This design comes from an exercise in tuning for small area and a short achievable clock period on the open sky130 flow, not from production work.
At most, simulation tests tie the RTL to the original design; equivalence was not proved.
Only the layout flow was run in runs 2 and 3; the RTL was not checked for function there.
Power is estimated from default activity; no workload was simulated.

File: config.mk
export PLATFORM = sky130hd
export DESIGN_NAME = cor_slot
export DESIGN_NICKNAME = cor_slot
export VERILOG_FILES = /design/flow/design.v
export SDC_FILE = /design/flow/constraint.sdc
export NUM_CORES = 4
export LEC_CHECK = 0
export CAP_MARGIN = 20
export CORE_MARGIN = 2
export CORE_UTILIZATION = 40
export PLACE_DENSITY = 0.6
export SLEW_MARGIN = 20
File: constraint.sdc
create_clock -name core_clock -period 12.0 [get_ports {clk}]
set_input_delay 2.4000 -clock core_clock [delete_from_list [all_inputs] [get_ports {clk}]]
set_output_delay 2.4000 -clock core_clock [all_outputs]
set_load 0.01 [all_outputs]
File: design.v
module cor_acc (
    input  wire        clk,
    input  wire        clr,        
    input  wire        en,         
    input  wire        neg,        
    input  wire signed [10:0] y,
    output reg  signed [23:0] acc,
    output wire        sat         
);
    wire [23:0] base = clr ? 24'd0 : acc;
    wire [10:0] op   = en ? (y ^ {11{neg}}) : 11'd0;
    wire [24:0] full = {base[23], base} + {{14{op[10]}}, op} + {24'd0, en & neg};
    assign sat = (full[24] != full[23]);
    always @(posedge clk)
        acc <= sat ? {full[24], {23{~full[24]}}} : full[23:0];
endmodule
module cor_codegen (
    input  wire        clk,
    input  wire        restart,      
    input  wire        adv,          
    input  wire        epoch,        
    input  wire [26:0] g1_taps,
    input  wire [26:0] g1_init,
    input  wire [26:0] g2_taps,
    input  wire [26:0] g2_init,
    input  wire [15:0] g1_rst,
    input  wire [15:0] g2_rst,
    input  wire [10:0] slen,
    input  wire [31:0] sdat,
    input  wire [10:0] sidx_init,
    output wire        chip,         
    output reg  [10:0] sidx          
);
    reg [26:0] g1, g2;
    reg [15:0] k1, k2;               
    wire [26:0] h1 = g1_taps & ~{1'b0, g1_taps[26:1] | (g1_taps[26:1] >> 1) | (g1_taps[26:1] >> 2) |
                     (g1_taps[26:1] >> 3) | (g1_taps[26:1] >> 4) | (g1_taps[26:1] >> 5) |
                     (g1_taps[26:1] >> 6) | (g1_taps[26:1] >> 7) | (g1_taps[26:1] >> 8) |
                     (g1_taps[26:1] >> 9) | (g1_taps[26:1] >> 10) | (g1_taps[26:1] >> 11) |
                     (g1_taps[26:1] >> 12) | (g1_taps[26:1] >> 13) | (g1_taps[26:1] >> 14) |
                     (g1_taps[26:1] >> 15) | (g1_taps[26:1] >> 16) | (g1_taps[26:1] >> 17) |
                     (g1_taps[26:1] >> 18) | (g1_taps[26:1] >> 19) | (g1_taps[26:1] >> 20) |
                     (g1_taps[26:1] >> 21) | (g1_taps[26:1] >> 22) | (g1_taps[26:1] >> 23) |
                     (g1_taps[26:1] >> 24) | (g1_taps[26:1] >> 25)};
    wire [26:0] h2 = g2_taps & ~{1'b0, g2_taps[26:1] | (g2_taps[26:1] >> 1) | (g2_taps[26:1] >> 2) |
                     (g2_taps[26:1] >> 3) | (g2_taps[26:1] >> 4) | (g2_taps[26:1] >> 5) |
                     (g2_taps[26:1] >> 6) | (g2_taps[26:1] >> 7) | (g2_taps[26:1] >> 8) |
                     (g2_taps[26:1] >> 9) | (g2_taps[26:1] >> 10) | (g2_taps[26:1] >> 11) |
                     (g2_taps[26:1] >> 12) | (g2_taps[26:1] >> 13) | (g2_taps[26:1] >> 14) |
                     (g2_taps[26:1] >> 15) | (g2_taps[26:1] >> 16) | (g2_taps[26:1] >> 17) |
                     (g2_taps[26:1] >> 18) | (g2_taps[26:1] >> 19) | (g2_taps[26:1] >> 20) |
                     (g2_taps[26:1] >> 21) | (g2_taps[26:1] >> 22) | (g2_taps[26:1] >> 23) |
                     (g2_taps[26:1] >> 24) | (g2_taps[26:1] >> 25)};
    wire out1 = |(g1 & h1);
    wire out2 = |(g2 & h2);
    wire sec  = (slen >= 11'd2) ? sdat[sidx[4:0]] : 1'b0;
    assign chip = out1 ^ out2 ^ sec;
    wire fb1 = ^(g1 & g1_taps);
    wire fb2 = ^(g2 & g2_taps);
    wire ret1 = (g1_rst != 16'd0) && (k1 == 16'd1);
    wire ret2 = (g2_rst != 16'd0) && (k2 == 16'd1);
    wire [10:0] sidx_inc  = sidx + 11'd1;
    wire [10:0] sidx_next = (slen < 11'd2 || sidx_inc == slen) ? 11'd0 : sidx_inc;
    always @(posedge clk) begin
        if (restart) begin
            g1   <= g1_init;
            g2   <= g2_init;
            k1   <= g1_rst;
            k2   <= g2_rst;
            sidx <= sidx_init;
        end else if (adv) begin
            if (epoch) begin
                g1   <= g1_init;
                g2   <= g2_init;
                k1   <= g1_rst;
                k2   <= g2_rst;
                sidx <= sidx_next;
            end else begin
                g1 <= ret1 ? g1_init : {g1[25:0], fb1};
                k1 <= ret1 ? g1_rst  : k1 - 16'd1;
                g2 <= ret2 ? g2_init : {g2[25:0], fb2};
                k2 <= ret2 ? g2_rst  : k2 - 16'd1;
            end
        end
    end
endmodule
module cor_replica (
    input  wire [3:0]  z4,
    input  wire [2:0]  sub,        
    output wire        s           
);
    assign s = (sub == 3'd1) ? z4[3] :
               (sub == 3'd2) ? ~(z4[3] ^ z4[2]) : 1'b0;
endmodule
module cor_slot (
    input  wire         clk,
    input  wire         rst,           
    input  wire         cfg_we,
    input  wire [4:0]   cfg_addr,
    input  wire [31:0]  cfg_wdata,
    input  wire         start,
    input  wire         s_valid,
    input  wire [3:0]   s_i,
    input  wire [3:0]   s_q,
    input  wire         s_flag,
    output reg          dump_valid,
    output wire [15:0]  dump_seq,
    output wire         dump_sat,
    output wire [31:0]  dump_nflag,
    output wire [31:0]  dump_nsamp,
    output wire [47:0]  dump_carr,
    output wire [10:0]  dump_sidx,
    output wire [223:0] dump_tap_i,    
    output wire [223:0] dump_tap_q
);
    reg        i_rst, i_start, i_we, i_sv, i_sf;
    reg [4:0]  i_addr;
    reg [31:0] i_wd;
    reg [3:0]  i_si, i_sq;
    always @(posedge clk) begin
        i_rst   <= rst;
        i_start <= start;
        i_we    <= cfg_we;
        i_addr  <= cfg_addr;
        i_wd    <= cfg_wdata;
        i_sv    <= s_valid;
        i_si    <= s_i;
        i_sq    <= s_q;
        i_sf    <= s_flag;
    end
    reg [6:0]  r_ndump;
    reg [31:0] r_carr_rate, r_carr_frac, r_code_rate, r_code_frac;
    reg [15:0] r_carr_int, r_seq;
    reg [10:0] r_sidx_a, r_sidx_b;
    reg [5:0]  r_sp1, r_sp2;
    reg [7:0]  r_nzoff;
    reg [1:0]  r_kind_a, r_kind_b;
    reg [2:0]  r_sub_a, r_sub_b;
    reg [4:0]  r_subk_a, r_subk_b;
    reg [23:0] r_len;
    reg [26:0] r_a_g1t, r_a_g1i, r_a_g2t, r_a_g2i;
    reg [26:0] r_b_g1t, r_b_g1i, r_b_g2t, r_b_g2i;
    reg [15:0] r_a_g1r, r_a_g2r, r_b_g1r, r_b_g2r;
    reg [10:0] r_slen_a, r_slen_b;
    reg [31:0] r_sdat_a, r_sdat_b;
    always @(posedge clk) begin
        if (i_we) begin
            case (i_addr)
                5'd0:  r_ndump <= i_wd[30:24];
                5'd1:  r_carr_rate <= i_wd;
                5'd2:  r_carr_frac <= i_wd;
                5'd3:  begin r_carr_int <= i_wd[15:0]; r_seq <= i_wd[31:16]; end
                5'd4:  r_code_rate <= i_wd;
                5'd5:  r_code_frac <= i_wd;
                5'd6:  begin r_sidx_a <= i_wd[10:0]; r_sidx_b <= i_wd[26:16]; end
                5'd7:  begin r_sp1 <= i_wd[5:0]; r_sp2 <= i_wd[13:8]; r_nzoff <= i_wd[23:16]; end
                5'd8:  begin r_kind_a <= i_wd[1:0]; r_sub_a <= i_wd[4:2]; r_subk_a <= i_wd[9:5]; end
                5'd9:  r_len <= i_wd[23:0];
                5'd10: r_a_g1t <= i_wd[26:0];
                5'd11: r_a_g1i <= i_wd[26:0];
                5'd12: r_a_g2t <= i_wd[26:0];
                5'd13: r_a_g2i <= i_wd[26:0];
                5'd14: begin r_a_g1r <= i_wd[15:0]; r_a_g2r <= i_wd[31:16]; end
                5'd15: begin r_kind_b <= i_wd[1:0]; r_sub_b <= i_wd[4:2]; r_subk_b <= i_wd[9:5]; end
                5'd16: r_b_g1t <= i_wd[26:0];
                5'd17: r_b_g1i <= i_wd[26:0];
                5'd18: r_b_g2t <= i_wd[26:0];
                5'd19: r_b_g2i <= i_wd[26:0];
                5'd20: begin r_b_g1r <= i_wd[15:0]; r_b_g2r <= i_wd[31:16]; end
                5'd21: r_slen_a <= i_wd[10:0];
                5'd22: r_sdat_a <= i_wd;
                5'd23: r_slen_b <= i_wd[10:0];
                5'd24: r_sdat_b <= i_wd;
                default: ;
            endcase
        end
    end
    reg         running;       
    reg         acc_on;        
    reg [31:0]  carr_rate, code_rate;    
    reg [47:0]  theta;         
    reg [31:0]  code_frac;     
    reg [23:0]  pleft;         
    reg [6:0]   dleft;         
    reg [15:0]  seq;
    reg [47:0]  carr_rec;      
    reg [258:0] hist_a;        
    reg [3:0]   hist_b;        
    wire take = running && i_sv && !i_start;
    wire [32:0] code_sum = {1'b0, code_frac} + {1'b0, code_rate};
    wire        adv      = take && code_sum[32];
    wire        pepoch   = adv && (pleft == 24'd1);
    wire        gepoch   = (pleft == 24'd5);
    wire        dump     = pepoch && acc_on && (dleft == 7'd1);
    wire        acc_en   = take && acc_on;
    wire [47:0] theta_next = theta + {{16{carr_rate[31]}}, carr_rate};
    wire [5:0] k6 = theta[31:26];
    wire signed [4:0] xi_mag = {1'b0, i_si[2:0], 1'b1};
    wire signed [4:0] xq_mag = {1'b0, i_sq[2:0], 1'b1};
    wire signed [4:0] xi = i_sf ? 5'sd0 : (i_si[3] ? -xi_mag : xi_mag);
    wire signed [4:0] xq = i_sf ? 5'sd0 : (i_sq[3] ? -xq_mag : xq_mag);
    reg signed [5:0] cw, sw;
    always @(*) begin
        case (k6)
            6'd0:  begin cw =  6'sd31; sw =  6'sd2;  end
            6'd1:  begin cw =  6'sd31; sw =  6'sd5;  end
            6'd2:  begin cw =  6'sd30; sw =  6'sd8;  end
            6'd3:  begin cw =  6'sd29; sw =  6'sd10; end
            6'd4:  begin cw =  6'sd28; sw =  6'sd13; end
            6'd5:  begin cw =  6'sd27; sw =  6'sd16; end
            6'd6:  begin cw =  6'sd25; sw =  6'sd18; end
            6'd7:  begin cw =  6'sd23; sw =  6'sd21; end
            6'd8:  begin cw =  6'sd21; sw =  6'sd23; end
            6'd9:  begin cw =  6'sd18; sw =  6'sd25; end
            6'd10: begin cw =  6'sd16; sw =  6'sd27; end
            6'd11: begin cw =  6'sd13; sw =  6'sd28; end
            6'd12: begin cw =  6'sd10; sw =  6'sd29; end
            6'd13: begin cw =  6'sd8;  sw =  6'sd30; end
            6'd14: begin cw =  6'sd5;  sw =  6'sd31; end
            6'd15: begin cw =  6'sd2;  sw =  6'sd31; end
            6'd16: begin cw = -6'sd2;  sw =  6'sd31; end
            6'd17: begin cw = -6'sd5;  sw =  6'sd31; end
            6'd18: begin cw = -6'sd8;  sw =  6'sd30; end
            6'd19: begin cw = -6'sd10; sw =  6'sd29; end
            6'd20: begin cw = -6'sd13; sw =  6'sd28; end
            6'd21: begin cw = -6'sd16; sw =  6'sd27; end
            6'd22: begin cw = -6'sd18; sw =  6'sd25; end
            6'd23: begin cw = -6'sd21; sw =  6'sd23; end
            6'd24: begin cw = -6'sd23; sw =  6'sd21; end
            6'd25: begin cw = -6'sd25; sw =  6'sd18; end
            6'd26: begin cw = -6'sd27; sw =  6'sd16; end
            6'd27: begin cw = -6'sd28; sw =  6'sd13; end
            6'd28: begin cw = -6'sd29; sw =  6'sd10; end
            6'd29: begin cw = -6'sd30; sw =  6'sd8;  end
            6'd30: begin cw = -6'sd31; sw =  6'sd5;  end
            6'd31: begin cw = -6'sd31; sw =  6'sd2;  end
            6'd32: begin cw = -6'sd31; sw = -6'sd2;  end
            6'd33: begin cw = -6'sd31; sw = -6'sd5;  end
            6'd34: begin cw = -6'sd30; sw = -6'sd8;  end
            6'd35: begin cw = -6'sd29; sw = -6'sd10; end
            6'd36: begin cw = -6'sd28; sw = -6'sd13; end
            6'd37: begin cw = -6'sd27; sw = -6'sd16; end
            6'd38: begin cw = -6'sd25; sw = -6'sd18; end
            6'd39: begin cw = -6'sd23; sw = -6'sd21; end
            6'd40: begin cw = -6'sd21; sw = -6'sd23; end
            6'd41: begin cw = -6'sd18; sw = -6'sd25; end
            6'd42: begin cw = -6'sd16; sw = -6'sd27; end
            6'd43: begin cw = -6'sd13; sw = -6'sd28; end
            6'd44: begin cw = -6'sd10; sw = -6'sd29; end
            6'd45: begin cw = -6'sd8;  sw = -6'sd30; end
            6'd46: begin cw = -6'sd5;  sw = -6'sd31; end
            6'd47: begin cw = -6'sd2;  sw = -6'sd31; end
            6'd48: begin cw =  6'sd2;  sw = -6'sd31; end
            6'd49: begin cw =  6'sd5;  sw = -6'sd31; end
            6'd50: begin cw =  6'sd8;  sw = -6'sd30; end
            6'd51: begin cw =  6'sd10; sw = -6'sd29; end
            6'd52: begin cw =  6'sd13; sw = -6'sd28; end
            6'd53: begin cw =  6'sd16; sw = -6'sd27; end
            6'd54: begin cw =  6'sd18; sw = -6'sd25; end
            6'd55: begin cw =  6'sd21; sw = -6'sd23; end
            6'd56: begin cw =  6'sd23; sw = -6'sd21; end
            6'd57: begin cw =  6'sd25; sw = -6'sd18; end
            6'd58: begin cw =  6'sd27; sw = -6'sd16; end
            6'd59: begin cw =  6'sd28; sw = -6'sd13; end
            6'd60: begin cw =  6'sd29; sw = -6'sd10; end
            6'd61: begin cw =  6'sd30; sw = -6'sd8;  end
            6'd62: begin cw =  6'sd31; sw = -6'sd5;  end
            default: begin cw = 6'sd31; sw = -6'sd2; end
        endcase
    end
    wire signed [10:0] yi = xi * cw + xq * sw;
    wire signed [10:0] yq = xq * cw - xi * sw;
    wire        chip_a, chip_b;
    wire [10:0] sidx_a, sidx_b;
    cor_codegen u_gen_a (
        .clk(clk), .restart(i_start), .adv(adv), .epoch(gepoch),
        .g1_taps(r_a_g1t), .g1_init(r_a_g1i),
        .g2_taps(r_a_g2t), .g2_init(r_a_g2i), .g1_rst(r_a_g1r), .g2_rst(r_a_g2r),
        .slen(r_slen_a), .sdat(r_sdat_a), .sidx_init(r_sidx_a),
        .chip(chip_a), .sidx(sidx_a)
    );
    cor_codegen u_gen_b (
        .clk(clk), .restart(i_start), .adv(adv), .epoch(gepoch),
        .g1_taps(r_b_g1t), .g1_init(r_b_g1i),
        .g2_taps(r_b_g2t), .g2_init(r_b_g2i), .g1_rst(r_b_g1r), .g2_rst(r_b_g2r),
        .slen(r_slen_b), .sdat(r_sdat_b), .sidx_init(r_sidx_b),
        .chip(chip_b), .sidx(sidx_b)
    );
    wire [259:0] chips_a = {hist_a, chip_a};
    wire [4:0]   chips_b = {hist_b, chip_b};
    wire [6:0] ph_ve = {3'b000, code_frac[31:28]} + {1'b0, r_sp2};
    wire [6:0] ph_e  = {3'b000, code_frac[31:28]} + {1'b0, r_sp1};
    wire [6:0] ph_l  = {3'b000, code_frac[31:28]} - {1'b0, r_sp1};
    wire [6:0] ph_vl = {3'b000, code_frac[31:28]} - {1'b0, r_sp2};
    wire [3:0] j_ve = 4'd4 - {1'b0, ph_ve[6:4]};
    wire [3:0] j_e  = 4'd4 - {1'b0, ph_e[6:4]};
    wire [3:0] j_l  = 4'd4 - {ph_l[6],  ph_l[6:4]};
    wire [3:0] j_vl = 4'd4 - {ph_vl[6], ph_vl[6:4]};
    wire [8:0] j_nz = 9'd4 + ((r_nzoff == 8'd0) ? 9'd128 : {1'b0, r_nzoff});
    wire [6:0] tap_chip;
    assign tap_chip[0] = chips_a[{5'd0, j_ve}];
    assign tap_chip[1] = chips_a[{5'd0, j_e}];
    assign tap_chip[2] = chips_a[4];
    assign tap_chip[3] = chips_a[{5'd0, j_l}];
    assign tap_chip[4] = chips_a[{5'd0, j_vl}];
    assign tap_chip[5] = chips_b[4];
    assign tap_chip[6] = chips_a[j_nz];
    wire [31:0] za = code_frac * {28'd0, r_subk_a[4:1]};
    wire [31:0] zb = code_frac * {28'd0, r_subk_b[4:1]};
    wire [7:0]  sh1 = r_sp1[3:0] * r_subk_a[4:1];
    wire [7:0]  sh2 = r_sp2[3:0] * r_subk_a[4:1];
    wire [3:0] tap_z [0:6];
    assign tap_z[0] = za[31:28] + sh2[3:0];
    assign tap_z[1] = za[31:28] + sh1[3:0];
    assign tap_z[2] = za[31:28];
    assign tap_z[3] = za[31:28] - sh1[3:0];
    assign tap_z[4] = za[31:28] - sh2[3:0];
    assign tap_z[5] = zb[31:28];
    assign tap_z[6] = za[31:28];
    wire [6:0] tap_neg;
    genvar t;
    generate
        for (t = 0; t < 7; t = t + 1) begin : g_rep
            wire s;
            cor_replica u_rep (.z4(tap_z[t]), .sub(t == 5 ? r_sub_b : r_sub_a), .s(s));
            assign tap_neg[t] = tap_chip[t] ^ s;
        end
    endgenerate
    always @(posedge clk) begin
        if (i_rst) begin
            running <= 1'b0;
            acc_on  <= 1'b0;
        end else if (i_start) begin
            running   <= 1'b1;
            acc_on    <= 1'b0;
            carr_rate <= r_carr_rate;
            code_rate <= r_code_rate;
            theta     <= {r_carr_int, r_carr_frac};
            code_frac <= r_code_frac;
            pleft     <= 24'd4;
            seq       <= r_seq;
            hist_a    <= 259'd0;
            hist_b    <= 4'd0;
        end else if (take) begin
            theta     <= theta_next;
            code_frac <= code_sum[31:0];
            if (adv) begin
                pleft  <= (pleft == 24'd1) ? r_len : pleft - 24'd1;
                hist_a <= {hist_a[257:0], chip_a};
                hist_b <= {hist_b[2:0], chip_b};
            end
            if (pepoch) begin
                carr_rate <= r_carr_rate;
                code_rate <= r_code_rate;
                acc_on    <= 1'b1;
                dleft     <= (!acc_on || dleft == 7'd1) ? r_ndump : dleft - 7'd1;
            end
            if (dump) begin
                seq      <= seq + 16'd1;
                carr_rec <= theta_next;
            end
        end
    end
    reg               b_en, b_flag, b_dump;
    reg signed [10:0] b_yi, b_yq;
    reg [6:0]         b_neg;
    always @(posedge clk) begin
        b_en   <= acc_en && !i_rst;
        b_dump <= dump && !i_rst;
        b_flag <= i_sf;
        b_yi   <= yi;
        b_yq   <= yq;
        b_neg  <= tap_neg;
    end
    reg         clr;           
    reg         sat_any;
    reg [31:0]  nflag, nsamp;
    wire [13:0] sat_now;
    wire [23:0] acc_i [0:6];
    wire [23:0] acc_q [0:6];
    generate
        for (t = 0; t < 7; t = t + 1) begin : g_tap
            wire tap_en = b_en && ((t == 5 ? r_kind_b : r_kind_a) == 2'd1);
            cor_acc u_acc_i (
                .clk(clk), .clr(clr), .en(tap_en), .neg(b_neg[t]), .y(b_yi),
                .acc(acc_i[t]), .sat(sat_now[2*t])
            );
            cor_acc u_acc_q (
                .clk(clk), .clr(clr), .en(tap_en), .neg(b_neg[t]), .y(b_yq),
                .acc(acc_q[t]), .sat(sat_now[2*t+1])
            );
            assign dump_tap_i[32*t +: 32] = {{8{acc_i[t][23]}}, acc_i[t]};
            assign dump_tap_q[32*t +: 32] = {{8{acc_q[t][23]}}, acc_q[t]};
        end
    endgenerate
    wire [31:0] nflag_base = clr ? 32'd0 : nflag;
    wire [31:0] nsamp_base = clr ? 32'd0 : nsamp;
    always @(posedge clk) begin
        clr        <= b_dump || i_start;
        dump_valid <= b_dump && !i_start && !i_rst && !rst;
        sat_any    <= (!clr && sat_any) || (b_en && (sat_now != 14'd0));
        nsamp      <= nsamp_base + {31'd0, b_en};
        nflag      <= nflag_base + {31'd0, b_en && b_flag && (nflag_base != 32'hffff_ffff)};
    end
    assign dump_seq   = seq;
    assign dump_sat   = sat_any;
    assign dump_nflag = nflag;
    assign dump_nsamp = nsamp;
    assign dump_carr  = carr_rec;
    assign dump_sidx  = sidx_a;
endmodule
File: run.sh
#!/bin/bash
# synth_recipe.tcl (not shown) runs the flow's synth.tcl, then flattens the netlist and writes it again
# the make line also repeats each setting of config.mk as NAME=value (left out here)
make -C /OpenROAD-flow-scripts/flow DESIGN_CONFIG=/design/flow/config.mk WORK_HOME=/design/flow/orfs CLKGATE_MAP_FILE= SYNTH_SCRIPT=/design/flow/synth_recipe.tcl finish
==> reports/qor.txt, run 1 <==
Pwr dens - 140 nW/um^2
Hold crit path type - register to register
Syn Inst Count - 9503
Async set-reset flop share out of synthesis - 0%
Worst R2R Start - r_subk_a[2]
Worst Hold Launch - r_carr_rate[18]
Path depth of the worst reg2reg path - 23
Number of DRC markers in iteration 0 - 5895
Slew HR - 27.0%
Critical Path RT - 12.68 ns
Gr usage total - 21.8%
Distinct cells, synth - 97
Tcrit/Tclk final - 53.8%
Final WL - 293000 microns
Ports - 640
FF-to-FF End - b_neg[1]
Synth warn - 3
Crit path time final - 6.45 ns
Post-route DRC - 0
Synth area leader - edfxtp_1
CP startpoint kind - register
Arrival @ worst endpoint - 7.13 ns
Clk buf depth - 3
Num CTS Buffers - 202
Gr ovfl total - 0
Port bufs - 639
Mapped cell area - 104000 sq um
Net count, final - 10900
Vert. Die Dim - 513 microns
Fmax - 0.155 GHz
Mapped Avg Cell Area - 10.9 sq um
Drt pass-1 iters - 7
Measured slew at the worst slew-check pin - 1.07 ns
RSZ-0062 raised after global routing - false
CTS tree - yes
Final ANT Viol Nets - 0
Clk_skew - 0.0849 ns
Fin cells - 13600
Fillers - 23500
Critical path class - register to register
Post-CTS Resized - 0
Starting Density - 40.3%
Max-cap violations - 0
Die Wd - 513 microns
Vias - 73200
Die area - 263000 sq um
Post-synth top area share - 38.0%
Flops & latches, synth - 1811
R2r setup slk - 5.55 ns
Reg clk slew, reported paths - 0.07 ns
Status - no timing/DRC/antenna violations
Final worst slack - 5.55 ns
Number of synthesized flops with an enable pin - 1313
Clock latency (worst-skew pair) - 0.87 ns
Core area - 257000 sq um
Synth top area cells - edfxtp_1, dfxtp_1, ha_1
Row cnt - 186
Initial antenna violation count - 22
Post-Place Cells - 13200
Sequential-to-total area share from yosys stat - 47.7%
Hold endpoint - carr_rate[18]
Hold_buf cts - 0
Routability cong. - 0.900
Pin count of the biggest net entering global routing - 223
Worst path cell trace - buf_4 -> nand2_1 -> fa_1 -> inv_1 -> fa_1 -> ha_1 -> and4_1 -> nand3_1 -> or4_1 -> a2111oi_0 -> or3b_1 -> nor2_1 -> o21bai_1 -> xor2_1 -> ha_1 -> and3_1 -> o211a_1 -> nor3_1 -> mux2_2 -> a211oi_1 -> xor2_1 -> nor2_1 -> xnor2_1
Drt via density - 5.39
Layout cell share with drive strength beyond 1 - 7.11%
CP max-delay cell - fa_1
DR WL/cell - 21.6 microns
Clock sink count - 1811
Worst vdd ir - 0.000194 V
First-pass GRT wire length - 446000 microns
Post-CTS Setup Inserts - 0
Clock root buffer - clkbuf_16
Hold Vio Cnt, Final - 0
DP Worst Slack - 5.58 ns
Detail Placement HPWL - 207000 microns
Worst Setup End Kind - register
LEAKAGE - 46.7 nW
Most common flop cell mapped by yosys - edfxtp_1
Area grow syn2layout - 15.9%
H-tree Lvls - 4
CP Max Fanout - 36
Vias in the first global route - 72900
Slew Limit Fails - 0
Critical path's largest stage delay - 0.57 ns
Setup tns final - 0 ns
Final setup violation count - 0
Hold depth - 0
[cell usage in the layout (no fill, tap or decap), types with 104 or more instances in the layout]
cell type,count
edfxtp_1,1313
nand2_1,901
nor2b_1,666
clkdlybuf4s50_1,639
xnor2_1,626
ha_1,578
nor2_1,527
a21oi_1,509
dfxtp_1,488
inv_1,448
o21ai_0,319
o21ai_1,256
fa_1,248
xor2_1,236
a21o_1,210
clkbuf_16,206
nand2b_1,137
nand3_1,136
buf_4,117
mux4_2,112
and2_1,104
[flip-flops by register name, indices dropped and copies added, names as in the netlist, 48 cells and up]
signal	count
g_tap.u_acc_q.acc	168
carr_rec	48
g_tap.u_acc_i.acc	168
theta	48
hist_a	259
[cell usage after synthesis, types with 50 or more instances]
master,count
nor2b_1,667
nand2b_1,137
fa_1,248
inv_1,448
ha_1,578
xnor2_1,626
nor3_1,106
a211oi_1,81
buf_4,113
nand4_1,57
or3_1,56
o21a_1,61
and2_1,105
dfxtp_1,498
o31ai_1,54
mux2_2,82
o21ai_0,320
nand2_1,902
nand3_1,136
xor2_1,236
nor4_1,67
mux4_2,112
nor2_1,546
edfxtp_1,1313
clkbuf_1,297
o21bai_1,72
and3_1,50
a21oi_1,511
a21o_1,210
o21ai_1,258
[worst max path at each step]
stage                       startpoint        end  slack (ns)  cells past startpoint
after floorplan           code_frac[0]  hist_a[0]        0.64                     15
after global placement     r_subk_a[2]   b_neg[1]        5.62                     23
after detailed placement   r_subk_a[2]   b_neg[1]        5.58                     23
after CTS                  r_subk_a[2]   b_neg[1]        5.51                     23
after global routing       r_subk_a[2]   b_neg[1]        5.09                     23
final                      r_subk_a[2]   b_neg[1]        5.55                     23
[report_power, final]
group          total (mW)  leakage [nW]  internal (mW)  switching (mW)
Sequential           7.31          16.2           6.98           0.330
Combinational        3.24          27.2           1.45            1.78
Clock                6.28          3.28           3.62            2.66
[stage by stage]
step	util [%]	cell area, sq um	total power, mW	hold WS (ns)
finish	46.7	120000	16.8	0.408
global route	46.7	120000	17.7	0.420
CTS	46.7	120000	17.0	0.407
detailed placement	44.1	113000	10.7	0.405
global placement	44.1	113000	10.6	0.401
floorplan	-	104000	9.79	0.368
[cells by family (layout without fill, tap and decap cells)]
family / count (synthesis) / after routing / share of synthesized area (%)
multiplexers: 252 / 252 / 3.92
AND/OR/NAND/NOR: 2935 / 2935 / 14.1
XOR/XNOR: 864 / 864 / 7.33
adder cells (fa/ha/maj): 869 / 869 / 12.2
buffers and inverters: 902 / 1593 / 3.69
other: 0 / 11 / 0
flip-flops: 1811 / 1811 / 47.7
AO/OA/AOI/OAI: 1870 / 1870 / 11.1
[area by class of cell]
class | instances | area (sq um) | share of cell area [%]
repair buffers | 762 | 7390 | 6.16
well taps | 3384 | 4230 | 3.53
diodes | 11 | 27.5 | 0.0229
inverters | 454 | 1710 | 1.42
clock inverters | 118 | 1190 | 0.994
multi-input cells | 6790 | 50600 | 42.1
clock buffers | 259 | 5510 | 4.59
flip-flops and latches | 1811 | 49400 | 41.2
[per-layer routing]
| layer | up-vias | share of wire [%] | global-route usage (%) |
|---|---|---|---|
| li1 | 34700 | - | - |
| met1 | 36100 | 44 | 28.9 |
| met2 | 2106 | 48 | 36.7 |
| met3 | 370 | 6.2 | 3.64 |
| met4 | 0 | 2.6 | 6.03 |
| met5 | - | 0 | 0 |
[critical path, delay by kind of cell (launching register included)]
family	cells	cell delay, ns
muxes	1	0.37
buffers and inverters	2	0.41
DFF	1	0.32
AOI/OAI and AO/OA	4	0.96
xor gates and xnor gates	3	0.64
adders and majority gates	4	1.67
and+or+nand+nor	9	1.90
==> inputs of run 2 (changes only) <==
--- a/design.v
+++ b/design.v
@@ -23,11 +23,14 @@
     input  wire [26:0] g1_init,
+    input  wire [26:0] h1,
     input  wire [26:0] g2_taps,
     input  wire [26:0] g2_init,
+    input  wire [26:0] h2,
     input  wire [15:0] g1_rst,
     input  wire [15:0] g2_rst,
-    input  wire [10:0] slen,
+    input  wire        sec_on,       
+    input  wire [4:0]  slen_m1,      
     input  wire [31:0] sdat,
-    input  wire [10:0] sidx_init,
+    input  wire [4:0]  sidx_init,
     output wire        chip,         
-    output reg  [10:0] sidx          
+    output reg  [4:0]  sidx          
 );
@@ -35,23 +38,5 @@
     reg [15:0] k1, k2;               
-    wire [26:0] h1 = g1_taps & ~{1'b0, g1_taps[26:1] | (g1_taps[26:1] >> 1) | (g1_taps[26:1] >> 2) |
-                     (g1_taps[26:1] >> 3) | (g1_taps[26:1] >> 4) | (g1_taps[26:1] >> 5) |
-                     (g1_taps[26:1] >> 6) | (g1_taps[26:1] >> 7) | (g1_taps[26:1] >> 8) |
-                     (g1_taps[26:1] >> 9) | (g1_taps[26:1] >> 10) | (g1_taps[26:1] >> 11) |
-                     (g1_taps[26:1] >> 12) | (g1_taps[26:1] >> 13) | (g1_taps[26:1] >> 14) |
-                     (g1_taps[26:1] >> 15) | (g1_taps[26:1] >> 16) | (g1_taps[26:1] >> 17) |
-                     (g1_taps[26:1] >> 18) | (g1_taps[26:1] >> 19) | (g1_taps[26:1] >> 20) |
-                     (g1_taps[26:1] >> 21) | (g1_taps[26:1] >> 22) | (g1_taps[26:1] >> 23) |
-                     (g1_taps[26:1] >> 24) | (g1_taps[26:1] >> 25)};
-    wire [26:0] h2 = g2_taps & ~{1'b0, g2_taps[26:1] | (g2_taps[26:1] >> 1) | (g2_taps[26:1] >> 2) |
-                     (g2_taps[26:1] >> 3) | (g2_taps[26:1] >> 4) | (g2_taps[26:1] >> 5) |
-                     (g2_taps[26:1] >> 6) | (g2_taps[26:1] >> 7) | (g2_taps[26:1] >> 8) |
-                     (g2_taps[26:1] >> 9) | (g2_taps[26:1] >> 10) | (g2_taps[26:1] >> 11) |
-                     (g2_taps[26:1] >> 12) | (g2_taps[26:1] >> 13) | (g2_taps[26:1] >> 14) |
-                     (g2_taps[26:1] >> 15) | (g2_taps[26:1] >> 16) | (g2_taps[26:1] >> 17) |
-                     (g2_taps[26:1] >> 18) | (g2_taps[26:1] >> 19) | (g2_taps[26:1] >> 20) |
-                     (g2_taps[26:1] >> 21) | (g2_taps[26:1] >> 22) | (g2_taps[26:1] >> 23) |
-                     (g2_taps[26:1] >> 24) | (g2_taps[26:1] >> 25)};
     wire out1 = |(g1 & h1);
     wire out2 = |(g2 & h2);
-    wire sec  = (slen >= 11'd2) ? sdat[sidx[4:0]] : 1'b0;
+    wire sec  = sec_on & sdat[sidx];
     assign chip = out1 ^ out2 ^ sec;
@@ -61,4 +46,3 @@
     wire ret2 = (g2_rst != 16'd0) && (k2 == 16'd1);
-    wire [10:0] sidx_inc  = sidx + 11'd1;
-    wire [10:0] sidx_next = (slen < 11'd2 || sidx_inc == slen) ? 11'd0 : sidx_inc;
+    wire [4:0] sidx_next = (!sec_on || sidx == slen_m1) ? 5'd0 : sidx + 5'd1;
     always @(posedge clk) begin
@@ -86,9 +70,23 @@
 endmodule
+module cor_hightap (
+    input  wire [26:0] taps,
+    output wire [26:0] h
+);
+    wire [26:0] above;               
+    assign above[26] = 1'b0;
+    genvar k;
+    generate
+        for (k = 25; k >= 0; k = k - 1) begin : g_sm
+            assign above[k] = above[k+1] | taps[k+1];
+        end
+    endgenerate
+    assign h = taps & ~above;
+endmodule
 module cor_replica (
     input  wire [3:0]  z4,
-    input  wire [2:0]  sub,        
+    input  wire        sin,        
+    input  wire        cos,        
     output wire        s           
 );
-    assign s = (sub == 3'd1) ? z4[3] :
-               (sub == 3'd2) ? ~(z4[3] ^ z4[2]) : 1'b0;
+    assign s = (sin & z4[3]) | (cos & ~(z4[3] ^ z4[2]));
 endmodule
@@ -133,8 +131,9 @@
     reg [15:0] r_carr_int, r_seq;
-    reg [10:0] r_sidx_a, r_sidx_b;
+    reg [4:0]  r_sidx_a, r_sidx_b;
     reg [5:0]  r_sp1, r_sp2;
-    reg [7:0]  r_nzoff;
-    reg [1:0]  r_kind_a, r_kind_b;
-    reg [2:0]  r_sub_a, r_sub_b;
-    reg [4:0]  r_subk_a, r_subk_b;
+    reg [8:0]  r_nzlag;        
+    reg        r_on_a, r_on_b;         
+    reg        r_sin_a, r_sin_b;       
+    reg        r_cos_a, r_cos_b;       
+    reg [3:0]  r_h_a, r_h_b;           
     reg [23:0] r_len;
@@ -143,4 +142,11 @@
     reg [15:0] r_a_g1r, r_a_g2r, r_b_g1r, r_b_g2r;
-    reg [10:0] r_slen_a, r_slen_b;
+    reg        r_son_a, r_son_b;       
+    reg [4:0]  r_slm1_a, r_slm1_b;     
     reg [31:0] r_sdat_a, r_sdat_b;
+    wire       kind_w  = (i_wd[1:0] == 2'd1);
+    wire       sin_w   = (i_wd[4:2] == 3'd1);
+    wire       cos_w   = (i_wd[4:2] == 3'd2);
+    wire       son_w   = (i_wd[10:0] >= 11'd2);
+    wire [4:0] slm1_w  = i_wd[4:0] - 5'd1;
+    wire [8:0] nzlag_w = 9'd4 + ((i_wd[23:16] == 8'd0) ? 9'd128 : {1'b0, i_wd[23:16]});
     always @(posedge clk) begin
@@ -154,5 +160,5 @@
                 5'd5:  r_code_frac <= i_wd;
-                5'd6:  begin r_sidx_a <= i_wd[10:0]; r_sidx_b <= i_wd[26:16]; end
-                5'd7:  begin r_sp1 <= i_wd[5:0]; r_sp2 <= i_wd[13:8]; r_nzoff <= i_wd[23:16]; end
-                5'd8:  begin r_kind_a <= i_wd[1:0]; r_sub_a <= i_wd[4:2]; r_subk_a <= i_wd[9:5]; end
+                5'd6:  begin r_sidx_a <= i_wd[4:0]; r_sidx_b <= i_wd[20:16]; end
+                5'd7:  begin r_sp1 <= i_wd[5:0]; r_sp2 <= i_wd[13:8]; r_nzlag <= nzlag_w; end
+                5'd8:  begin r_on_a <= kind_w; r_sin_a <= sin_w; r_cos_a <= cos_w; r_h_a <= i_wd[9:6]; end
                 5'd9:  r_len <= i_wd[23:0];
@@ -163,3 +169,3 @@
                 5'd14: begin r_a_g1r <= i_wd[15:0]; r_a_g2r <= i_wd[31:16]; end
-                5'd15: begin r_kind_b <= i_wd[1:0]; r_sub_b <= i_wd[4:2]; r_subk_b <= i_wd[9:5]; end
+                5'd15: begin r_on_b <= kind_w; r_sin_b <= sin_w; r_cos_b <= cos_w; r_h_b <= i_wd[9:6]; end
                 5'd16: r_b_g1t <= i_wd[26:0];
@@ -169,5 +175,5 @@
                 5'd20: begin r_b_g1r <= i_wd[15:0]; r_b_g2r <= i_wd[31:16]; end
-                5'd21: r_slen_a <= i_wd[10:0];
+                5'd21: begin r_son_a <= son_w; r_slm1_a <= slm1_w; end
                 5'd22: r_sdat_a <= i_wd;
-                5'd23: r_slen_b <= i_wd[10:0];
+                5'd23: begin r_son_b <= son_w; r_slm1_b <= slm1_w; end
                 5'd24: r_sdat_b <= i_wd;
@@ -186,3 +192,5 @@
     reg [47:0]  carr_rec;      
-    reg [258:0] hist_a;        
+    reg [7:0]   hist_a;        
+    reg [8:0]   nz_wait;       
+    reg [23:0]  nz_left;       
     reg [3:0]   hist_b;        
@@ -272,9 +280,14 @@
     wire signed [10:0] yq = xq * cw - xi * sw;
-    wire        chip_a, chip_b;
-    wire [10:0] sidx_a, sidx_b;
+    wire        chip_a, chip_b, chip_n;
+    wire [4:0]  sidx_a, sidx_b, sidx_n;
+    wire [26:0] h_a1, h_a2, h_b1, h_b2;
+    cor_hightap u_ht_a1 (.taps(r_a_g1t), .h(h_a1));
+    cor_hightap u_ht_a2 (.taps(r_a_g2t), .h(h_a2));
+    cor_hightap u_ht_b1 (.taps(r_b_g1t), .h(h_b1));
+    cor_hightap u_ht_b2 (.taps(r_b_g2t), .h(h_b2));
     cor_codegen u_gen_a (
         .clk(clk), .restart(i_start), .adv(adv), .epoch(gepoch),
-        .g1_taps(r_a_g1t), .g1_init(r_a_g1i),
-        .g2_taps(r_a_g2t), .g2_init(r_a_g2i), .g1_rst(r_a_g1r), .g2_rst(r_a_g2r),
-        .slen(r_slen_a), .sdat(r_sdat_a), .sidx_init(r_sidx_a),
+        .g1_taps(r_a_g1t), .g1_init(r_a_g1i), .h1(h_a1),
+        .g2_taps(r_a_g2t), .g2_init(r_a_g2i), .h2(h_a2), .g1_rst(r_a_g1r), .g2_rst(r_a_g2r),
+        .sec_on(r_son_a), .slen_m1(r_slm1_a), .sdat(r_sdat_a), .sidx_init(r_sidx_a),
         .chip(chip_a), .sidx(sidx_a)
@@ -283,8 +296,18 @@
         .clk(clk), .restart(i_start), .adv(adv), .epoch(gepoch),
-        .g1_taps(r_b_g1t), .g1_init(r_b_g1i),
-        .g2_taps(r_b_g2t), .g2_init(r_b_g2i), .g1_rst(r_b_g1r), .g2_rst(r_b_g2r),
-        .slen(r_slen_b), .sdat(r_sdat_b), .sidx_init(r_sidx_b),
+        .g1_taps(r_b_g1t), .g1_init(r_b_g1i), .h1(h_b1),
+        .g2_taps(r_b_g2t), .g2_init(r_b_g2i), .h2(h_b2), .g1_rst(r_b_g1r), .g2_rst(r_b_g2r),
+        .sec_on(r_son_b), .slen_m1(r_slm1_b), .sdat(r_sdat_b), .sidx_init(r_sidx_b),
         .chip(chip_b), .sidx(sidx_b)
     );
-    wire [259:0] chips_a = {hist_a, chip_a};
+    wire nz_on  = (nz_wait == 9'd0);
+    wire nz_adv = adv && nz_on;
+    wire nz_ep  = (nz_left == 24'd1);
+    cor_codegen u_gen_n (
+        .clk(clk), .restart(i_start), .adv(nz_adv), .epoch(nz_ep),
+        .g1_taps(r_a_g1t), .g1_init(r_a_g1i), .h1(h_a1),
+        .g2_taps(r_a_g2t), .g2_init(r_a_g2i), .h2(h_a2), .g1_rst(r_a_g1r), .g2_rst(r_a_g2r),
+        .sec_on(r_son_a), .slen_m1(r_slm1_a), .sdat(r_sdat_a), .sidx_init(r_sidx_a),
+        .chip(chip_n), .sidx(sidx_n)
+    );
+    wire [8:0]   chips_a = {hist_a, chip_a};
     wire [4:0]   chips_b = {hist_b, chip_b};
@@ -298,15 +321,14 @@
     wire [3:0] j_vl = 4'd4 - {ph_vl[6], ph_vl[6:4]};
-    wire [8:0] j_nz = 9'd4 + ((r_nzoff == 8'd0) ? 9'd128 : {1'b0, r_nzoff});
     wire [6:0] tap_chip;
-    assign tap_chip[0] = chips_a[{5'd0, j_ve}];
-    assign tap_chip[1] = chips_a[{5'd0, j_e}];
+    assign tap_chip[0] = chips_a[j_ve];
+    assign tap_chip[1] = chips_a[j_e];
     assign tap_chip[2] = chips_a[4];
-    assign tap_chip[3] = chips_a[{5'd0, j_l}];
-    assign tap_chip[4] = chips_a[{5'd0, j_vl}];
+    assign tap_chip[3] = chips_a[j_l];
+    assign tap_chip[4] = chips_a[j_vl];
     assign tap_chip[5] = chips_b[4];
-    assign tap_chip[6] = chips_a[j_nz];
-    wire [31:0] za = code_frac * {28'd0, r_subk_a[4:1]};
-    wire [31:0] zb = code_frac * {28'd0, r_subk_b[4:1]};
-    wire [7:0]  sh1 = r_sp1[3:0] * r_subk_a[4:1];
-    wire [7:0]  sh2 = r_sp2[3:0] * r_subk_a[4:1];
+    assign tap_chip[6] = nz_on & chip_n;
+    wire [31:0] za = code_frac * {28'd0, r_h_a};
+    wire [31:0] zb = code_frac * {28'd0, r_h_b};
+    wire [7:0]  sh1 = r_sp1[3:0] * r_h_a;
+    wire [7:0]  sh2 = r_sp2[3:0] * r_h_a;
     wire [3:0] tap_z [0:6];
@@ -324,3 +346,4 @@
             wire s;
-            cor_replica u_rep (.z4(tap_z[t]), .sub(t == 5 ? r_sub_b : r_sub_a), .s(s));
+            cor_replica u_rep (.z4(tap_z[t]), .sin(t == 5 ? r_sin_b : r_sin_a),
+                               .cos(t == 5 ? r_cos_b : r_cos_a), .s(s));
             assign tap_neg[t] = tap_chip[t] ^ s;
@@ -341,3 +364,5 @@
             seq       <= r_seq;
-            hist_a    <= 259'd0;
+            hist_a    <= 8'd0;
+            nz_wait   <= r_nzlag;
+            nz_left   <= r_len;
             hist_b    <= 4'd0;
@@ -348,3 +373,7 @@
                 pleft  <= (pleft == 24'd1) ? r_len : pleft - 24'd1;
-                hist_a <= {hist_a[257:0], chip_a};
+                hist_a <= {hist_a[6:0], chip_a};
+                if (!nz_on)
+                    nz_wait <= nz_wait - 9'd1;
+                else
+                    nz_left <= nz_ep ? r_len : nz_left - 24'd1;
                 hist_b <= {hist_b[2:0], chip_b};
@@ -382,3 +411,3 @@
         for (t = 0; t < 7; t = t + 1) begin : g_tap
-            wire tap_en = b_en && ((t == 5 ? r_kind_b : r_kind_a) == 2'd1);
+            wire tap_en = b_en && (t == 5 ? r_on_b : r_on_a);
             cor_acc u_acc_i (
@@ -409,3 +438,3 @@
     assign dump_carr  = carr_rec;
-    assign dump_sidx  = sidx_a;
+    assign dump_sidx  = {6'd0, sidx_a};
 endmodule
--- a/config.mk
+++ b/config.mk
@@ -11,2 +11,3 @@
 export PLACE_DENSITY = 0.6
+export SETUP_SLACK_MARGIN = 5
 export SLEW_MARGIN = 20
==> reports/qor.txt, run 2 <==
Drt via density - 5.43 (+0.84%)
Flops & latches, synth - 1647 (-9.1%)
Post-route DRC - 0 (unchanged)
Worst Hold Launch - r_carr_rate[12]
Pin count of the biggest net entering global routing - 92 (-59%)
Gr ovfl total - 0 (unchanged)
Arrival @ worst endpoint - 7.10 ns (-0.03 ns)
Distinct cells, synth - 104 (+7.2%)
Vias - 71800 (-1.9%)
Commonest cells in the synthesized netlist - edfxtp_1, nand2_1, xnor2_1, ha_1, nor2_1
Biggest regs - g_tap.u_acc_i.acc x168, g_tap.u_acc_q.acc x168
Die area - 250000 sq um (-5.1%)
Mapped Avg Cell Area - 10.5 sq um (-3.7%)
Hold_buf cts - 0 (unchanged)
Status - no timing/DRC/antenna violations
Synth warn - 3 (unchanged)
CTS tree - yes
Global-route track usage on met3 - 3.62% (-0.027 points)
Drt pass-1 iters - 6 (-1)
CP Max Fanout - 81 (+130%)
First-pass GRT wire length - 434000 microns (-2.5%)
Syn Inst Count - 9361 (-1.5%)
Most frequent cells in the layout - edfxtp_1, nand2_1, xnor2_1, clkdlybuf4s50_1, ha_1
H-tree Lvls - 4 (unchanged)
Most common cell after layout, fill and taps aside - edfxtp_1
Slew HR - 22.4% (-4.6 points)
Row cnt - 181 (-2.7%)
Number of synthesized flops with an enable pin - 1149 (-12%)
Critical path's most frequent cell - buf_4
Top Usage Layer GRT - met2
DR WL/cell - 21.9 microns (+1.6%)
Core area - 244000 sq um (-5.2%)
Critical path class - register to register
Hold Vio Cnt, Final - 0 (unchanged)
Slew Limit Fails - 0 (unchanged)
Sequential-to-total area share from yosys stat - 45.2% (-2.4 points)
Initial antenna violation count - 23 (+4.5%)
Critical path's largest stage delay - 0.82 ns (+0.25 ns)
Setup tns final - 0 ns (unchanged)
Detail Placement HPWL - 207000 microns (about the same)
Final setup violation count - 0 (unchanged)
Hold WS - 0.412 ns (+0.00383 ns)
Final WL - 290000 microns (-1.2%)
Synth area leader - edfxtp_1
Reg clk slew, reported paths - 0.07 ns (about the same)
Die Wd - 500 microns (-2.6%)
Routability cong. - 0.908 (+0.89%)
Max-cap violations - 0 (unchanged)
Clk_skew - 0.0883 ns (+0.00341 ns)
Critical path origin - clr
Worst path cell trace - buf_4 -> buf_4 -> nand2b_1 -> fa_1 -> inv_1 -> fa_1 -> a211o_1 -> a21oi_1 -> o21ai_0 -> a2111o_1 -> nand3_1 -> o21ai_1 -> a31o_2 -> a31oi_2 -> buf_4 -> and4b_1 -> nand4_1 -> nor4_1 -> a31oi_1
GRT met2 Usage - 38.0% (+1.4 points)
Vias in the first global route - 70700 (-2.9%)
Clock latency (worst-skew pair) - 0.86 ns (about the same)
LEAKAGE - 44.9 nW (-3.8%)
Synth top area cells - edfxtp_1, dfxtp_1, ha_1
Pwr dens - 141 nW/um^2 (+0.71%)
Port bufs - 633 (-0.94%)
Final ANT Viol Nets - 0 (unchanged)
RSZ-0062 raised after global routing - false
Async set-reset flop share out of synthesis - 0% (unchanged)
CP max-delay cell - buf_4
Worst Setup End Kind - register
Most frequent cell after synthesis - edfxtp_1
Fmax - 0.155 GHz (+0.18%)
Crit path time final - 6.44 ns (-0.0116 ns)
Post-CTS Setup Inserts - 0 (unchanged)
Num CTS Buffers - 185 (-8.4%)
Layout cell share with drive strength beyond 1 - 7.14% (+0.028 points)
Critical Path RT - 12.66 ns (-0.02 ns)
Most common flop cell mapped by yosys - edfxtp_1
Tcrit/Tclk final - 53.7% (-0.097 points)
Number of DRC markers in iteration 0 - 5671 (-3.8%)
Clk buf depth - 3 (unchanged)
Hold crit path type - register to register
Net count, final - 10700 (-1.4%)
Starting Density - 40.3% (about the same)
Post-CTS Resized - 0 (unchanged)
Gr usage total - 22.6% (+0.80 points)
Area grow syn2layout - 16.0%
CP startpoint kind - register
Clock sink count - 1647 (-9.1%)
Post-synth top area share - 35.1% (-2.9 points)
Met1 Use GR - 29.6% (+0.69 points)
Clock root buffer - clkbuf_16
Vert. Die Dim - 500 microns (-2.6%)
Worst vdd ir - 0.000238 V (+23%)
Worst R2R Start - clr
Mapped cell area - 98300 sq um (-5.1%)
Ports - 640 (unchanged)
Measured slew at the worst slew-check pin - 1.16 ns (+0.0949 ns)
run 2: cell count changes in the layout (fill, tap and decap cells not counted), moves of 78 or more:
cell	change
o21ai_0	+260
edfxtp_1	-164
mux2_2	+84
xnor2_1	+78
mux4_2	-86
nor2b_1	-236
o21ai_1	-248
run 2: per-stage QoR:
step / area, sq um / std cells / util [%] / total power [mW] / worst slack [ns]
global placement: 108000 / 12900 / 44.1 / 10.2 / 5.57
finish: 114000 / 13200 / 46.8 / 16.1 / 5.56
floorplan: 98300 / 9366 / - / 9.34 / 5.07
global route: 114000 / 13200 / 46.8 / 16.9 / 5.14
detailed placement: 108000 / 12900 / 44.1 / 10.3 / 5.45
CTS: 114000 / 13200 / 46.7 / 16.3 / 5.45
run 2: final cells by class:
type,count,area (sq um)
antenna,5,12.5
timing repair buffer,736,7150
tap,3202,4010
fill,22300,130000
inverter,462,1740
sequential,1647,44500
clock buffer,237,5090
multi-input combinational,6824,50300
clock inverter,108,1340
run 2: cells by family after synthesis:
kind of cell / synth area share, %
fa+ha+maj: 13.2
simple gates: 13.7
mux: 3.19
other cells: 0.00381
buf+inv: 3.90
compound gates: 12.0
xor+xnor: 8.76
flops: 45.2
run 2: worst paths after layout:
| kind | cells past startpoint | to | slack (ns) |
|---|---|---|---|
| min reg2reg | 0 | carr_rate[12] | 0.41 |
| min | 0 | carr_rate[12] | 0.41 |
| max | 19 | sat_any | 5.56 |
| max reg2reg | 19 | sat_any | 5.56 |
run 2: power by group:
group | leakage, nW | internal [mW] | switching (mW)
Combinational | 27.1 | 1.55 | 1.84
Sequential | 14.7 | 6.35 | 0.405
Clock | 3.12 | 3.46 | 2.50
Total | 44.9 | 11.4 | 4.75
run 2: critical path: cells and delay by family, from the launching register on:
kind,cells,cell delay [ns]
buffers and inverters,4,1.86
flip-flops,1,0.54
AO/OA/AOI/OAI,8,1.82
adder cells (fa/ha/maj),2,0.68
AND/OR/NAND/NOR,5,1.34
run 2: routing by layer:
| layer | vias up | wire (microns) | share of wire [%] |
|---|---|---|---|
| li1 | 34000 | - | - |
| met1 | 35200 | 125000 | 43 |
| met2 | 2237 | 138000 | 47 |
| met3 | 369 | 18200 | 6.3 |
| met4 | 6 | 9620 | 3.3 |
| met5 | - | 38 | 0.013 |
==> inputs of run 3 (changes only) <==
==> flow/run.sh (new file) <==
#!/bin/bash
# Standard layout, with timing repair aiming at a larger setup slack margin.
set -uo pipefail
export SETUP_SLACK_MARGIN=8
bash standard.sh > standard.log 2>&1
==> standard.sh (new file) <==
#!/bin/bash
# synth_recipe.tcl (not shown) runs the flow's synth.tcl, then flattens the netlist and writes it again
# the make line also repeats each setting of config.mk as NAME=value (left out here)
make -C /OpenROAD-flow-scripts/flow DESIGN_CONFIG=/design/flow/config.mk WORK_HOME=/design/flow/orfs CLKGATE_MAP_FILE= SYNTH_SCRIPT=/design/flow/synth_recipe.tcl "${@:-finish}"
--- a/config.mk
+++ b/config.mk
@@ -11,3 +11,2 @@
 export PLACE_DENSITY = 0.6
-export SETUP_SLACK_MARGIN = 5
 export SLEW_MARGIN = 20
removed: run.sh
==> reports/qor.txt, run 3 <==
Status - no timing/DRC/antenna violations
Pin count of the biggest net entering global routing - 85 (-7.6%)
Number of synthesized flops with an enable pin - 1149 (unchanged)
Most common cell after layout, fill and taps aside - edfxtp_1
Drt pass-1 iters - 6 (unchanged)
Gr ovfl total - 0 (unchanged)
Number of cells on the critical path - 22 (+3)
Row cnt - 181 (unchanged)
Hold Vio Cnt, Final - 0 (unchanged)
Final worst slack - 6.57 ns (+1.01 ns)
Port bufs - 633 (unchanged)
Post-synth top area share - 35.1% (unchanged)
Core area - 244000 sq um (unchanged)
FF-to-FF End - b_neg[4]
Path depth of the worst reg2reg path - 22 (+3)
Distinct cells, synth - 104 (unchanged)
Critical Path RT - 12.67 ns (about the same)
Final WL - 322000 microns (+11%)
Number of DRC markers in iteration 0 - 6652 (+17%)
Initial antenna violation count - 42 (+83%)
Synth warn - 3 (unchanged)
Worst path cell trace - buf_6 -> clkbuf_16 -> nand2_1 -> fa_1 -> inv_2 -> fa_2 -> ha_4 -> and4_1 -> a221o_1 -> a221oi_4 -> nand2_2 -> a21oi_4 -> xnor2_2 -> buf_4 -> ha_4 -> nor2b_4 -> or3_4 -> and3_4 -> o31ai_4 -> o41ai_2 -> a221o_1 -> xor2_1
CP max-delay cell - fa_1
Top delay family on crit path - adder cells
Worst vdd ir - 0.000292 V (+23%)
Arrival @ worst endpoint - 6.10 ns (-1.00 ns)
Hold crit path type - register to register
Critical path's largest stage delay - 0.57 ns (-0.25 ns)
Slew HR - 13.9% (-8.5 points)
Num CTS Buffers - 186 (+0.54%)
Async set-reset flop share out of synthesis - 0% (unchanged)
H-tree Lvls - 4 (unchanged)
CP startpoint kind - register
Most frequent cells in the layout - edfxtp_1, nand2_1, xnor2_1, ha_1, nor2_1
Flops & latches, synth - 1647 (unchanged)
Post-route DRC - 0 (unchanged)
Synth area leader - edfxtp_1
Biggest regs - g_tap.u_acc_i.acc x168, g_tap.u_acc_q.acc x168
Worst R2R Start - r_h_a[1]
DR WL/cell - 23.1 microns (+5.3%)
Syn Inst Count - 9361 (unchanged)
PnR Total Power - 17.5 mW (+8.7%)
Synth top area cells - edfxtp_1, dfxtp_1, ha_1
R2r setup slk - 6.57 ns (+1.01 ns)
LEAKAGE - 52.2 nW (+16%)
Commonest cells in the synthesized netlist - edfxtp_1, nand2_1, xnor2_1, ha_1, nor2_1
Tcrit/Tclk final - 45.2% (-8.4 points)
Worst Setup End Kind - register
Sequential-to-total area share from yosys stat - 45.2% (unchanged)
DP Worst Slack - 6.01 ns (+0.564 ns)
Detail Placement HPWL - 204000 microns (-1.4%)
Most common flop cell mapped by yosys - edfxtp_1
Drt via density - 5.51 (+1.4%)
Ports - 640 (unchanged)
First-pass GRT wire length - 466000 microns (+7.3%)
Gr usage total - 24.3% (+1.8 points)
Most frequent cell after synthesis - edfxtp_1
Slew Limit Fails - 0 (unchanged)
Routability cong. - 0.901 (-0.79%)
RSZ-0062 raised after global routing - true
Setup tns final - 0 ns (unchanged)
Area grow syn2layout - 28.9%
Mapped Avg Cell Area - 10.5 sq um (unchanged)
CP Max Fanout - 5 (-94%)
Vias - 76800 (+6.9%)
Die area - 250000 sq um (unchanged)
Die Wd - 500 microns (unchanged)
CTS tree - yes
Measured slew at the worst slew-check pin - 1.29 ns (+0.130 ns)
Max-cap violations - 0 (unchanged)
Clk_skew - 0.0852 ns (-0.00314 ns)
Final setup violation count - 0 (unchanged)
Starting Density - 40.3% (unchanged)
Clock latency (worst-skew pair) - 0.87 ns (about the same)
Vias in the first global route - 74700 (+5.7%)
Reg clk slew, reported paths - 0.06 ns (about the same)
Critical path class - register to register
Clock sink count - 1647 (unchanged)
Pwr dens - 138 nW/um^2 (-2.1%)
Fmax - 0.184 GHz (+19%)
Clock root buffer - clkbuf_16
Critical path origin - r_h_a[1]
Clk buf depth - 3 (unchanged)
Layout cell share with drive strength beyond 1 - 22.2% (+15 points)
Final ANT Viol Nets - 0 (unchanged)
Net count, final - 11500 (+6.7%)
Setup crit end - b_neg[4]
Design Area, Final - 127000 sq um (+11%)
Vert. Die Dim - 500 microns (unchanged)
WP buf/inv - 4 (unchanged)
Crit path time final - 5.43 ns (-1.01 ns)
Mapped cell area - 98300 sq um (unchanged)
Placement-stage cell area - 108000 sq um (+0.57%)
run 3: cell count changes in the layout (fill, tap and decap cells not counted), sizes merged, moves of 3 or more:
cell           change
diode              +4
buf              +731
nor2               +3
dlygate4sd2      +288
bufbuf            +10
bufinv             -5
nand2             +26
clkbuf            +74
a21oi              +3
clkinv            -21
clkdlybuf4s15    +189
clkdlybuf4s50    -583
run 3: worst min path at each step:
stage / from / endpoint / cells after the start
3_5_place_dp: r_carr_rate[12] / carr_rate[12] / 0
4_1_cts: r_code_rate[18] / code_rate[18] / 0
3_3_place_gp: r_carr_rate[4] / carr_rate[4] / 0
2_1_floorplan: i_sf / b_flag / 0
6_report: r_code_rate[18] / code_rate[18] / 0
5_1_grt: r_code_rate[21] / code_rate[21] / 0
run 3: what timing repair did:
| item | in CTS | in global routing |
|---|---|---|
| pin swaps | 207 | 324 |
| endpoints found under the hold margin | 0 | 0 |
| setup endpoints to repair | 1468 | 956 |
| hold buffers | 0 | 0 |
| gates resized for setup | 1901 | 712 |
| gates cloned | 64 | 40 |
| buffers inserted | 399 | 219 |
run 3: cell families (layout without fill, tap and decap cells):
| family | after synthesis | after routing | share of synthesized area [%] |
|---|---|---|---|
| flops | 1647 | 1647 | 45.2 |
| compound gates | 1903 | 1908 | 12.0 |
| buf+inv | 895 | 2226 | 3.90 |
| xor+xnor | 975 | 975 | 8.76 |
| other cells | 1 | 15 | 0.00381 |
| simple gates | 2778 | 2808 | 13.7 |
| mux | 260 | 262 | 3.19 |
| fa+ha+maj | 902 | 902 | 13.2 |
run 3: through the flow:
step,hold WS (ns),cells,util [%]
finish,0.412,13900,51.9
global route,0.413,13900,51.9
CTS,0.394,13700,50.0
detailed placement,0.405,12900,44.4
global placement,0.401,12900,44.3
floorplan,0.369,9366,-
run 3: area by class of cell:
| class | instances | area, sq um |
|---|---|---|
| Antenna cell | 9 | 22.5 |
| Clock buffer | 266 | 5280 |
| Clock inverter | 79 | 1060 |
| Fill cell | 21200 | 117000 |
| Inverter | 462 | 1780 |
| Multi-Input combinational cell | 6861 | 55200 |
| Sequential cell | 1647 | 44800 |
| Tap cell | 3202 | 4010 |
| Timing Repair Buffer | 1418 | 14600 |
| Timing Repair inverter | 1 | 7.51 |
run 3: metal layers:
metal | vias to the layer above | global-route usage [%] | routed length [microns]
met3 | 593 | 3.85 | 22300
li1 | 35500 | - | -
met2 | 2903 | 40.6 | 152000
met5 | - | 0 | 25
met4 | 4 | 8.58 | 13200
met1 | 37800 | 32.0 | 134000
run 3: report_power, final:
group	internal, mW	switching [mW]	total, mW	leakage (nW)
clock network	3.41	2.49	5.90	3.06
registers	6.35	0.439	6.79	14.8
logic	2.44	2.37	4.81	34.4

afterwards: timing with drivers on the ports:
How much do the figures lean on ideal ports? The routed layouts below were timed once more, with nothing changed but the port constraints. Step 1: set_driving_cell puts a clkbuf_16 on clk and a buf_2 on each other input, an assumption about the parent block. Step 2 also shifts input and output timing later by t, the mid clock arrival at the registers, as if the neighbouring blocks saw the same clock. a / b / c = ideal ports / drivers / drivers and shift; a / b = the first two.
| run | shift t [ns] | setup WS [ns] | clock arrival spread, ns | slew at the worst register clock pin (ns) | cell pins on the clock port's net |
|---|---|---|---|---|---|
| run 1 | 0.925 | 5.550 / 5.550 / 5.550 | 0.086 / 0.086 | 0.07 / 0.07 | 1 |
| run 2 | 0.907 | 5.561 / 5.561 / 5.561 | 0.091 / 0.091 | 0.07 / 0.07 | 1 |
| run 3 | 0.922 | 6.574 / 6.574 / 6.574 | 0.086 / 0.086 | 0.07 / 0.07 | 1 |
After both steps setup and hold are still met in every run listed.
